This is an optimization exercise on Yosys and OpenROAD, whose aim is small area, a short achievable clock period and few clock cycles per item, not a production implementation.
The RTL was checked by simulation tests, not by an equivalence proof against the original design.

==> inputs of v20 <==
==> flow/design.v (excerpt) <==
module cle_current_loop (
    input  wire        clk,
    input  wire        rst,
    input  wire        start,
    output wire        ready,
    output wire        done,
    input  wire        init,
    input  wire [1:0]  phase_pair,
    input  wire        svm_mode,
    input  wire [31:0] i_x,
    input  wire [31:0] i_y,
    input  wire [31:0] cos_t,
    input  wire [31:0] sin_t,
    input  wire [31:0] id_ref,
    input  wire [31:0] iq_ref,
    input  wire [31:0] kp_d,
    input  wire [31:0] ki_d,
    input  wire [31:0] kp_q,
    input  wire [31:0] ki_q,
    input  wire [31:0] k_dc,
    input  wire [31:0] v_lim,
    input  wire [23:0] period,
    input  wire [12:0] dt,
    output wire [31:0] id_meas,
    output wire [31:0] iq_meas,
    output wire [31:0] m_d,
    output wire [31:0] m_q,
    output wire [26:0] rise_a,
    output wire [26:0] fall_a,
    output wire [26:0] rise_b,
    output wire [26:0] fall_b,
    output wire [26:0] rise_c,
    output wire [26:0] fall_c,
    output wire [26:0] orise_a,
    output wire [26:0] ofall_a,
    output wire [26:0] orise_b,
    output wire [26:0] ofall_b,
    output wire [26:0] orise_c,
    output wire [26:0] ofall_c,
    output wire [5:0]  sat,
    output wire [1:0]  vlim_d,
    output wire [1:0]  vlim_q
);
Settings: LEC_CHECK=0, CAP_MARGIN=20, CORE_MARGIN=2, CORE_UTILIZATION=30, PLACE_DENSITY=0.45, SLEW_MARGIN=20; clock period 25.0 ns.
run.sh (not shown) runs the stock make flow with config.mk's settings and CLKGATE_MAP_FILE= SYNTH_SCRIPT=/design/flow/synth_recipe.tcl, a recipe that flattens the netlist after the stock synthesis.
==> v13: changes against v20 <==
--- a/flow/design.v
+++ b/flow/design.v
@@ -39,17 +39,17 @@
     output wire [26:0] ofall_c,
     output wire [5:0]  sat,
     output wire [1:0]  vlim_d,
     output wire [1:0]  vlim_q
 );
     localparam [32:0] INV_B = 33'd1239850262;    
     localparam [32:0] S32_B = 33'd1859775393;    
     localparam [26:0] NEVER = 27'h7FF_FFF8;
-    localparam integer SQ_K0 = 3;                 
+    localparam integer SQ_K = 3;                  
     reg [4:0]  k;             
     reg [4:0]  kd;            
     reg        done_r;
     reg [31:0] r_cos, r_sin, r_idr, r_iqr, r_kpd, r_kid, r_kpq, r_kiq, r_kdc, r_vlim;
     reg [23:0] r_per;
     reg [12:0] r_dt;
     reg        r_svm, r_init;
     reg [31:0] r_ia;
@@ -65,21 +65,21 @@
     reg [34:0] r_ub, r_uc;    
     reg [26:0] r_ra, r_fa, r_rb, r_fb, r_rc, r_fc;
     reg [26:0] r_ora, r_ofa, r_orb, r_ofb, r_orc, r_ofc;
     reg [5:0]  fl, flo;
     reg [23:0] per_o;
     reg [12:0] dt_o;
     reg        need_sq;
     reg [2:0]  svm_c;          
-    reg [2*((32+SQ_K0-1)/SQ_K0)*SQ_K0-1:0] sq_rad;
-    reg [33:0] sq_rem;
-    reg [31:0] sq_root;
-    reg [4:0]  sq_cnt;
-    reg        sq_run, sq_fin;
+    reg [65:0] sq_rad;        
+    reg [33:0] sq_r;          
+    reg [31:0] sq_q;          
+    reg [3:0]  sq_cnt;
+    reg        sq_run;
     assign ready = (k == 5'd0) || (k == 5'd26);
     assign done  = done_r;
     wire signed [33:0] nsum  = -($signed({{2{i_x[31]}}, i_x}) + $signed({{2{i_y[31]}}, i_y}));
     wire               n_ovf = ~(&nsum[33:31] | ~|nsum[33:31]);
     wire [31:0]        n_val = n_ovf ? (nsum[33] ? 32'h8000_0000 : 32'h7FFF_FFFF) : nsum[31:0];
     reg  [31:0]        ia_in, ib_in;
     always @(*) begin
         case (phase_pair)
@@ -99,30 +99,31 @@
     wire signed [35:0] s_p2h = y36 + 36'sd4294967294;
     wire signed [35:0] s_p2l = y36 - 36'sd4294967296;
     wire               n_hi  = n_ovf & ~nsum[33];
     wire signed [35:0] s_in  = (phase_pair == 2'd0) ? s_p0 :
                                (phase_pair == 2'd1) ? (n_ovf ? (n_hi ? s_p1h : s_p1l) : s_p1) :
                                                       (n_ovf ? (n_hi ? s_p2h : s_p2l) : s_p2);
     wire issue = (k >= 5'd1 && k <= 5'd18 && !(k == 5'd15 && need_sq)) ||
                  (k >= 5'd21 && k <= 5'd26);
-    wire m_neg = mc[5];
+    wire m_neg = mc[5] ^ (mc[6] & cut_q[1]);    
     wire m_acc = mc[4];
-    function [5:0] mac_ctl;       
+    function [6:0] mac_ctl;       
         input [4:0] st;
         begin
+            mac_ctl[6] = (st == 5'd15) || (st == 5'd17);
             mac_ctl[5] = (st == 5'd2) || (st == 5'd13) || (st == 5'd17) || (st >= 5'd21 && st <= 5'd23);
             mac_ctl[4] = (st == 5'd3) || (st == 5'd5) || (st == 5'd13) || (st == 5'd15) || (st == 5'd17);
             mac_ctl[3] = (st <= 5'd5) || (st >= 5'd14 && st <= 5'd18);
             mac_ctl[2] = (st >= 5'd6 && st <= 5'd11);
             mac_ctl[1] = (st >= 5'd24);
             mac_ctl[0] = (st >= 5'd21 && st <= 5'd23);
         end
     endfunction
-    reg  [5:0]  mc;
+    reg  [6:0]  mc;
     wire        r_31 = mc[3];
     wire        r_24 = mc[2];
     wire        r_28 = mc[1];
     wire        r_w  = mc[0];
     wire [65:0] rconst = {4'd0, r_w, 30'd0, r_31, r_w, r_28 | r_w, {4{r_w}}, r_24 | r_w, {23{r_w}}};
     wire [65:0] mac;
     cle_booth_mac u_mac (.a(aop), .b(bop), .neg(m_neg), .c(m_acc ? P : rconst), .p(mac));
     wire [37:0] q31 = {{3{P[65]}}, P[65:31]};    
@@ -222,44 +223,41 @@
             5'd25:   w_cur = r_uc[31:0];
             default: w_cur = r_eq;
         endcase
     end
     wire [26:0] rise_v = (w_cur == 32'h8000_0000) ? NEVER : e_rise;
     wire [26:0] fall_v = (w_cur == 32'd0) ? NEVER : e_fall;
     wire [26:0] orise_v = odd_rise(rise_v, fall_v, dead, pm1);
     wire [26:0] ofall_v = odd_fall(rise_v, fall_v, dead, pm1);
-    localparam integer SQ_K = SQ_K0;
-    localparam integer SQ_C = (32 + SQ_K - 1) / SQ_K;     
-    localparam integer SQ_N = SQ_K * SQ_C;                
-    reg [2*SQ_N-1:0] sq_rad_n;
-    reg [33:0] sq_rem_n;
-    reg [31:0] sq_root_n;
-    reg [35:0] sq_sh, sq_tr;
-    reg [36:0] sq_df;
-    integer    si;
+    localparam integer SQ_C = 11;                         
+    reg [65:0]  sq_rad_n;
+    reg [33:0]  sq_r_n;
+    reg [31:0]  sq_q_n;
+    reg [35:0]  sq_sh;
+    reg [36:0]  sq_df;
+    integer     si;
     always @(*) begin
-        sq_rad_n  = sq_rad;
-        sq_rem_n  = sq_rem;
-        sq_root_n = sq_root;
+        sq_rad_n = sq_rad;
+        sq_r_n   = sq_r;
+        sq_q_n   = sq_q;
         for (si = 0; si < SQ_K; si = si + 1) begin
-            sq_sh = {sq_rem_n, sq_rad_n[2*SQ_N-1:2*SQ_N-2]};
-            sq_tr = {2'b00, sq_root_n, 2'b01};
-            sq_df = {1'b0, sq_sh} - {1'b0, sq_tr};
-            sq_rad_n = sq_rad_n << 2;
+            sq_sh    = {sq_r_n, sq_rad_n[65:64]};
+            sq_df    = {1'b0, sq_sh} - {3'b000, sq_q_n, 2'b01};
+            sq_rad_n = {sq_rad_n[63:0], 2'b00};
             if (!sq_df[36]) begin
-                sq_rem_n  = sq_df[33:0];
-                sq_root_n = {sq_root_n[30:0], 1'b1};
+                sq_r_n = sq_df[33:0];
+                sq_q_n = {sq_q_n[30:0], 1'b1};
             end else begin
-                sq_rem_n  = sq_sh[33:0];
-                sq_root_n = {sq_root_n[30:0], 1'b0};
+                sq_r_n = sq_sh[33:0];
+                sq_q_n = {sq_q_n[30:0], 1'b0};
             end
         end
     end
-    wire [31:0] lq = cut_q[0] ? sq_root : -sq_root;
+    wire        sq_last = sq_run && (sq_cnt == SQ_C - 1);
     assign id_meas = r_id;
     assign iq_meas = r_iq;
     assign m_d     = r_md;
     assign m_q     = r_mq;
     assign rise_a  = r_ra;  assign fall_a = r_fa;
     assign rise_b  = r_rb;  assign fall_b = r_fb;
     assign rise_c  = r_rc;  assign fall_c = r_fc;
     assign orise_a = r_ora; assign ofall_a = r_ofa;
@@ -276,25 +274,24 @@
         else if (k == 5'd15)        k_next = need_sq ? 5'd15 : 5'd16;
         else if (k != 5'd0)         k_next = k + 5'd1;
         else                        k_next = 5'd0;
     end
     always @(posedge clk) begin
         if (rst) begin
             k       <= 5'd0;
             kd      <= 5'd0;
-            mc      <= 6'd0;
+            mc      <= 7'd0;
             done_r  <= 1'b0;
             acc_d   <= 32'd0;
             acc_q   <= 32'd0;
             cut_d   <= 2'd0;
             cut_q   <= 2'd0;
             need_sq <= 1'b0;
             sq_run  <= 1'b0;
-            sq_fin  <= 1'b0;
         end else begin
             kd     <= issue ? k : 5'd0;
             kd_is3 <= issue && k == 5'd3;
             kd_is6 <= issue && k == 5'd6;
             kd_is9 <= issue && k == 5'd9;
             done_r <= (kd == 5'd26);
             if (issue) P <= mac;
             case (k)
@@ -307,22 +304,20 @@
                 5'd7:  begin bop <= {1'b0, r_kpd}; end
                 5'd8:  begin aop <= {{2{r_eq[31]}}, r_eq}; bop <= {1'b0, r_kpq}; end
                 5'd9:  begin aop <= {{2{v_s[31]}}, v_s[31:0]}; bop <= {1'b0, r_kdc}; end
                 5'd10: begin aop <= {{2{v_s[31]}}, v_s[31:0]}; end
                 5'd11: begin aop <= {1'b0, u1}; bop <= u2; end
                 5'd12: begin aop <= {{2{s24[31]}}, s24[31:0]}; bop <= {s24[31], s24[31:0]}; end
                 5'd13: begin aop <= {{2{r_md[31]}}, r_md}; bop <= {r_sin[31], r_sin}; end
                 5'd14: begin aop <= {{2{r_mq[31]}}, r_mq}; bop <= {r_cos[31], r_cos}; end
-                5'd15: begin
-                    if (sq_fin && need_sq) aop <= {{2{lq[31]}}, lq};
-                    else if (!need_sq) begin aop <= {{2{r_md[31]}}, r_md}; bop <= {r_cos[31], r_cos}; end
-                end
+                5'd15: if (!need_sq) begin aop <= {{2{r_md[31]}}, r_md}; bop <= {r_cos[31], r_cos}; end
                 5'd16: begin aop <= {{2{r_mq[31]}}, r_mq}; bop <= {r_sin[31], r_sin}; end
                 5'd17: begin aop <= r_ub[33:0]; bop <= S32_B; end
+                5'd18: if (cut_q[1]) r_mq <= -r_mq;        
                 5'd20: begin
                     aop  <= ua[33:0];
                     bop  <= INV_B;
                     r_ub <= ub;
                     r_uc <= uc;
                 end
                 5'd21: begin aop <= r_ub[33:0]; end
                 5'd22: begin aop <= r_uc[33:0]; end
@@ -405,37 +400,32 @@
                 5'd22: begin r_uc <= {3'd0, w_v}; fl[5] <= fl[5] | w_neg | w_big; end
                 5'd23: begin r_eq <= w_v;         fl[5] <= fl[5] | w_neg | w_big; end
                 5'd24: begin r_ra <= rise_v; r_fa <= fall_v; r_ora <= orise_v; r_ofa <= ofall_v; end
                 5'd25: begin r_rb <= rise_v; r_fb <= fall_v; r_orb <= orise_v; r_ofb <= ofall_v; end
                 5'd26: begin r_rc <= rise_v; r_fc <= fall_v; r_orc <= orise_v; r_ofc <= ofall_v; end
                 default: ;
             endcase
             if (kd == 5'd12) begin
-                sq_rad  <= {{(2*SQ_N-62){1'b0}}, P[61:0]};
-                sq_rem  <= 34'd0;
-                sq_root <= 32'd0;
-                sq_cnt  <= 5'd0;
-                sq_run  <= 1'b1;
-                sq_fin  <= 1'b0;
+                sq_rad <= {4'd0, P[61:0]};
+                sq_r   <= 34'd0;
+                sq_q   <= 32'd0;
+                sq_cnt <= 4'd0;
+                sq_run <= 1'b1;
             end else if (sq_run) begin
-                sq_rad  <= sq_rad_n;
-                sq_rem  <= sq_rem_n;
-                sq_root <= sq_root_n;
-                sq_cnt  <= sq_cnt + 5'd1;
-                if (sq_cnt == SQ_C - 1) begin
-                    sq_run <= 1'b0;
-                    sq_fin <= 1'b1;
-                end
-            end else if (sq_fin) begin
-                sq_fin <= 1'b0;
-                if (need_sq) begin
-                    r_mq    <= lq;
-                    need_sq <= 1'b0;
-                end
+                sq_rad <= sq_rad_n;
+                sq_r   <= sq_r_n;
+                sq_q   <= sq_q_n;
+                sq_cnt <= sq_cnt + 4'd1;
+                sq_run <= !sq_last;
+            end
+            if (sq_last && need_sq) begin
+                aop     <= {2'b00, sq_q_n};
+                r_mq    <= sq_q_n;
+                need_sq <= 1'b0;
             end
         end
     end
 endmodule
 module cle_booth_mac (
     input  wire [33:0] a,
     input  wire [32:0] b,
     input  wire        neg,
- CAP_MARGIN: 20 -> 35
- SLEW_MARGIN: 20 -> 35
==> notes <==
Utilization is about the same in v20 and v13. In v20 the worst setup slack is higher than in v13, by 0.21 ns. In v13 the wire length is lower than in v20, by 0.52%. Hold slack: v20 is lower than v13 (0.071 ns).
Testbench counts of v20, summed over its fixed seeds: cycles 67,803, items 2,048.
Testbench counts of v13, summed over its fixed seeds: cycles 66,482, items 2,048.

==> port drivers added, routing unchanged <==
Ports are ideal in the flow. The routed layouts listed here were re-timed in OpenROAD.
Step 1 sets driving cells, clkbuf_16 on the clock port and buf_2 on the other inputs (assumed; they add their load-dependent delay and slew).
Step 2, shift: input delay + t, output delay - t, t = (earliest + latest rising clock arrival at the registers) / 2. This alone moves slack from input paths to output paths.
Slacks: ideal ports / drivers / drivers and shift; pairs: ideal ports / drivers.
run	t (ns)	setup WS [ns]	worst setup path at the end
v20	1.060	13.422 / 13.422 / 12.765	input to register
v13	1.062	13.212 / 13.212 / 12.723	input to register
After both steps setup and hold are still met in every run listed. For v20, which loses most, drivers alone change the setup slack by 0.000 ns; drivers and shift together by -0.657 ns.
